This is an optimization exercise on Yosys and OpenROAD, whose aim is small area, a short achievable clock period and few clock cycles per item, not a production implementation. In this exercise RTL edits were held to simulation tests only and were not proved equivalent to the original. No activity file was given, so power comes from the tool's default toggle rates.

==> run a: inputs <==
## frer_recovery
module frer_recovery (
    input  wire        clk,
    input  wire        rst,
    input  wire        cmd_valid,
    output wire        cmd_ready,
    input  wire [1:0]  cmd_op,
    input  wire [2:0]  cmd_stream,
    input  wire [2:0]  cmd_sel,
    input  wire        cmd_has_seq,
    input  wire [15:0] cmd_seq,
    input  wire [31:0] cmd_data,
    output reg         rsp_valid,
    output reg  [31:0] rsp_data
);
Settings: LEC_CHECK=0, CAP_MARGIN=20, CORE_MARGIN=2, CORE_UTILIZATION=40, CTS_CLUSTER_DIAMETER=100, CTS_CLUSTER_SIZE=20, SLEW_MARGIN=20; clock period 20.0 ns.
standard.sh (not shown) runs the stock make flow with config.mk's settings and CLKGATE_MAP_FILE= SYNTH_SCRIPT=/design/flow/synth_recipe.tcl, a recipe that flattens the netlist after the stock synthesis.
==> flow/flow/run.sh <==
#!/bin/bash
# Own flow: the standard layout (standard.sh, unchanged synthesis and
# steps), except that the port buffers that global placement inserts on every
# input and output are sky130_fd_sc_hd__buf_4 cells instead of the default
# choice (a clkdlybuf4s50 delay cell). Each tool's output goes to the ORFS
# logs under orfs/logs; make's own output goes to standard.log here.
set -euo pipefail
export BUFFER_PORTS_ARGS="-buffer_cell sky130_fd_sc_hd__buf_4"
bash standard.sh > standard.log 2>&1
==> run b: changes against run a <==
--- a/flow/design.v
+++ b/flow/design.v
@@ -311,31 +311,30 @@
             pcg[i / 16] = pcg[i / 16] + {4'd0, p3_lvec[i]};
     end
     reg        p4_v;
     reg [1:0]  p4_op;
     reg [47:0] p4_m;      
     reg [2:0]  p4_sel;
     reg [31:0] p4_d;
-    reg [19:0] p4_pcg;
+    reg [11:0] p4_pcg;    
     reg [5:0]  p4_inc;
     always @(posedge clk) begin
         p4_v    <= p3_v & ~rst;
         p4_op   <= p3_op;
         for (i = 0; i < 6; i = i + 1)
             p4_m[8 * i +: 8] <= p3_oh & {8{(p3_v && p3_op == OP_FRAME && p3_inc[5 - i]) ||
                                             (p3_v && p3_op[0] && p3_sel == i)}};
         p4_sel  <= p3_sel;
         p4_d    <= p3_d;
-        p4_pcg  <= {pcg[3], pcg[2], pcg[1], pcg[0]};
+        p4_pcg  <= {{1'b0, pcg[3]} + {1'b0, pcg[2]}, {1'b0, pcg[1]} + {1'b0, pcg[0]}};
         p4_inc  <= p3_inc;
     end
     wire s4_frame = p4_v && (p4_op == OP_FRAME);
     wire s4_write = p4_v && (p4_op == OP_WRITE);
-    wire [6:0] p4_lost = {2'd0, p4_pcg[4:0]} + {2'd0, p4_pcg[9:5]}
-                       + {2'd0, p4_pcg[14:10]} + {2'd0, p4_pcg[19:15]};
+    wire [6:0] p4_lost = {1'b0, p4_pcg[11:6]} + {1'b0, p4_pcg[5:0]};
     wire [6:0] amt [0:5];
     assign amt[0] = {6'd0, p4_inc[5]};
     assign amt[1] = {6'd0, p4_inc[4]};
     assign amt[2] = {6'd0, p4_inc[3]};
     assign amt[3] = {6'd0, p4_inc[2]};
     assign amt[4] = p4_inc[1] ? p4_lost : 7'd0;
     assign amt[5] = {6'd0, p4_inc[0]};
==> flow/run.sh (new file) <==
#!/bin/bash
# synth_recipe.tcl (not shown) runs the flow's synth.tcl, then flattens the netlist and writes it again
# the make line also repeats each setting of config.mk as NAME=value (left out here)
make -C /OpenROAD-flow-scripts/flow DESIGN_CONFIG=/design/flow/config.mk WORK_HOME=/design/flow/orfs CLKGATE_MAP_FILE= SYNTH_SCRIPT=/design/flow/synth_recipe.tcl finish
removed: flow/flow/run.sh
removed: flow/standard.sh
==> run c: changes against run a <==
--- a/flow/design.v
+++ b/flow/design.v
@@ -134,32 +134,32 @@
             a  = rows[71:36];
             b  = rows[35:0];
             vcalc = ks36(r0 ^ a ^ b, ((r0 & a) | (r0 & b) | (a & b)) << 1, 1'b0);
         end
     endfunction
     wire [71:0] s1_rows = s1_fwd  ? rtrows(p2_d[15:0]) :
                           p1_fwdA ? rtrows(p3_d[15:0]) : rtrows(p1_cfg[15:0]);
-    function [21:0] dinfo;    
+    function [14:0] dinfo;    
         input [15:0] seq;
         input [15:0] rsq;
         input [6:0]  hlc;
         reg   [35:0] dl, nd;
         reg          rg;
         begin
             dl = {20'd0, seq - rsq};
             nd = {20'd0, rsq - seq};
             if (dl[15])
                 rg = (nd[15:7] != 9'd0) || (nd[6:0] >= hlc);
             else
                 rg = (dl[14:7] != 8'd0) || (dl[6:0] >= hlc);
-            dinfo = {hlc - {1'b0, dl[5:0]}, rg, !dl[15] && (dl[15:0] != 16'd0),
+            dinfo = {rg, !dl[15] && (dl[15:0] != 16'd0),
                      dl[15:1] != 15'd0, dl[5:0], nd[5:0]};
         end
     endfunction
-    reg [21:0] p2_di_r, p2_di_f;
+    reg [14:0] p2_di_r, p2_di_f;
     reg        p2_same;
     reg [35:0] p2_v36;
     reg [31:0] p2_lpr;
     always @(posedge clk) begin
         p2_v     <= p1_v & ~rst;
         p2_op    <= p1_op;
         p2_oh    <= p1_oh;
@@ -188,15 +188,15 @@
             H_rd    = H_rd    | (hist[i]        & {63{p2_ohH[i]}});
             rs      = rs      | (rec_seq[i]     & {16{p2_oh[i]}});
             pend_rd = pend_rd | (rst_pending[i] & p2_oh[i]);
         end
     end
     reg         p3_setseq, p3_pass;
     wire        use_f   = p2_same && p3_setseq;
-    wire [21:0] di      = use_f ? p2_di_f : p2_di_r;
+    wire [14:0] di      = use_f ? p2_di_f : p2_di_r;
     function tcmp;
         input [35:0] v;
         input [31:0] n;
         input [31:0] lpv;
         reg          ge, lt;
         begin
             ge   = v[31:0] >= lpv;
@@ -219,15 +219,15 @@
         input [6:0] k;
         integer j;
         begin
             for (j = 0; j < 64; j = j + 1)
                 lowk[j] = (k > j);
         end
     endfunction
-    wire [6:0]  hl_m_d    = di[21:15];    
+    wire [6:0]  hl_m_d    = hl - {1'b0, dp};
     wire [63:0] hl_mask   = lowk(hl);
     wire [63:0] top_mask  = hl_mask & ~lowk(hl_m_d);
     wire [63:0] hist_adv  = ((H << dp) | 64'd1) & hl_mask;
     wire [63:0] hist_mark = H | (64'd1 << dn);
     reg        f_pass, f_reset, f_disc, f_rogue, f_ooo, f_adv, f_pend;
     reg [63:0] f_hist;
     always @(*) begin
==> flow/run.sh (new file) <==
#!/bin/bash
# synth_recipe.tcl (not shown) runs the flow's synth.tcl, then flattens the netlist and writes it again
# the make line also repeats each setting of config.mk as NAME=value (left out here)
make -C /OpenROAD-flow-scripts/flow DESIGN_CONFIG=/design/flow/config.mk WORK_HOME=/design/flow/orfs CLKGATE_MAP_FILE= SYNTH_SCRIPT=/design/flow/synth_recipe.tcl finish
removed: flow/flow/run.sh
removed: flow/standard.sh
==> results.txt <==
- Wirelength per Cell: 31.8 um
- Pwr dens: ~95 nW/um^2
- Non-Filler Instances: 14,400
- Multi-input gate area: 41,900 um^2
- Clock skew: 147 ps
- Min Tclk post-route: 6640 ps
- Core area: 337,000 um^2
- Most frequent cells in the layout: edfxtp_1 (2,640), a22oi_1 (1,319), dfxtp_1 (518), a21oi_1 (490), inv_1 (428)
- Status: timing/DRC/antenna clean
- Worst skew pair latency: just under 1000 ps
- CP Cell Sequence: ha_1 -> nand4_1 -> nor4_1 -> nand2_1 -> a2111oi_2 -> nor4_1 -> o211ai_2 -> o2111ai_4 -> buf_4 -> nand2b_1 -> a2111oi_1 -> a21o_1
-- figures above: run a

==> results.txt <==
- Status: timing/DRC/antenna clean
- Vias/cell: ~6.3
- Data buffer area share: 2.03%
- Clock skew: 118 ps
- Most frequent cells in the layout: edfxtp_1 (2,640), a22oi_1 (1,320), dfxtp_1 (505), inv_1 (448), a21oi_1 (440)
- Worst skew pair latency: 950 ps
- Initial antenna violation count: 34
- Core area: 337,000 um^2
- Wirelength per Cell: 32.0 um
- Final instance area: ~150,000 um^2
- Multi-input gate area: 42,200 um^2
- Non-Filler Instances: 14,500
- Ranking of synthesized cells by area: edfxtp_1 (58%), dfxtp_1 (7.6%), a22oi_1 (7.3%)
- Pwr dens: 94.8 nW/um^2
-- figures above: run c

==> results.txt <==
- Status: timing/DRC/antenna clean
- Core area: 337,000 um^2
- Pwr dens: around 95 nW/um^2
- CP Cell Sequence: clkdlybuf4s50_1
- Non-Filler Instances: 14,400
- Wirelength per Cell: ~32 um
- Worst skew pair latency: 950 ps
- Multi-input gate area: 42,000 um^2
-- figures above: run b

Testbench counts of run a, summed over its fixed seeds: cycles 24,616, items 24,576.
Testbench counts of run b, summed over its fixed seeds: cycles 24,616, items 24,576.
Testbench counts of run c, summed over its fixed seeds: cycles 24,616, items 24,576.

port drivers added, routing unchanged:
Ports are ideal in the flow. The routed layouts listed here were re-timed in OpenROAD.
Step 1 (the two cells are an assumption about what drives the block):
set clk [get_ports {clk}]
set_driving_cell -lib_cell sky130_fd_sc_hd__clkbuf_16 $clk
set_driving_cell -lib_cell sky130_fd_sc_hd__buf_2 [delete_from_list [all_inputs] $clk]
Step 2 adds t to the input delays and takes it off the output delays; t is the mean of the earliest and latest rising clock arrival at the registers after step 1. Input paths then give back, and output paths get back, about the clock's delay inside the block.
a / b / c = no drivers / after step 1 / after step 2; a / b = the first two.
run	t, ns	setup WS [ns]	worst setup path at the end	worst slew at a driven data input, ns
run a	1.012	13.365 / 13.365 / 13.365	register to register	0.05
run b	0.986	14.134 / 14.038 / 13.940	input to register	0.08
run c	0.987	13.936 / 13.858 / 13.936	register to register	0.05
After both steps setup and hold are still met in every run listed. The setup slack of run b, which loses most, moves by -0.096 ns with the drivers and by -0.194 ns with both steps.
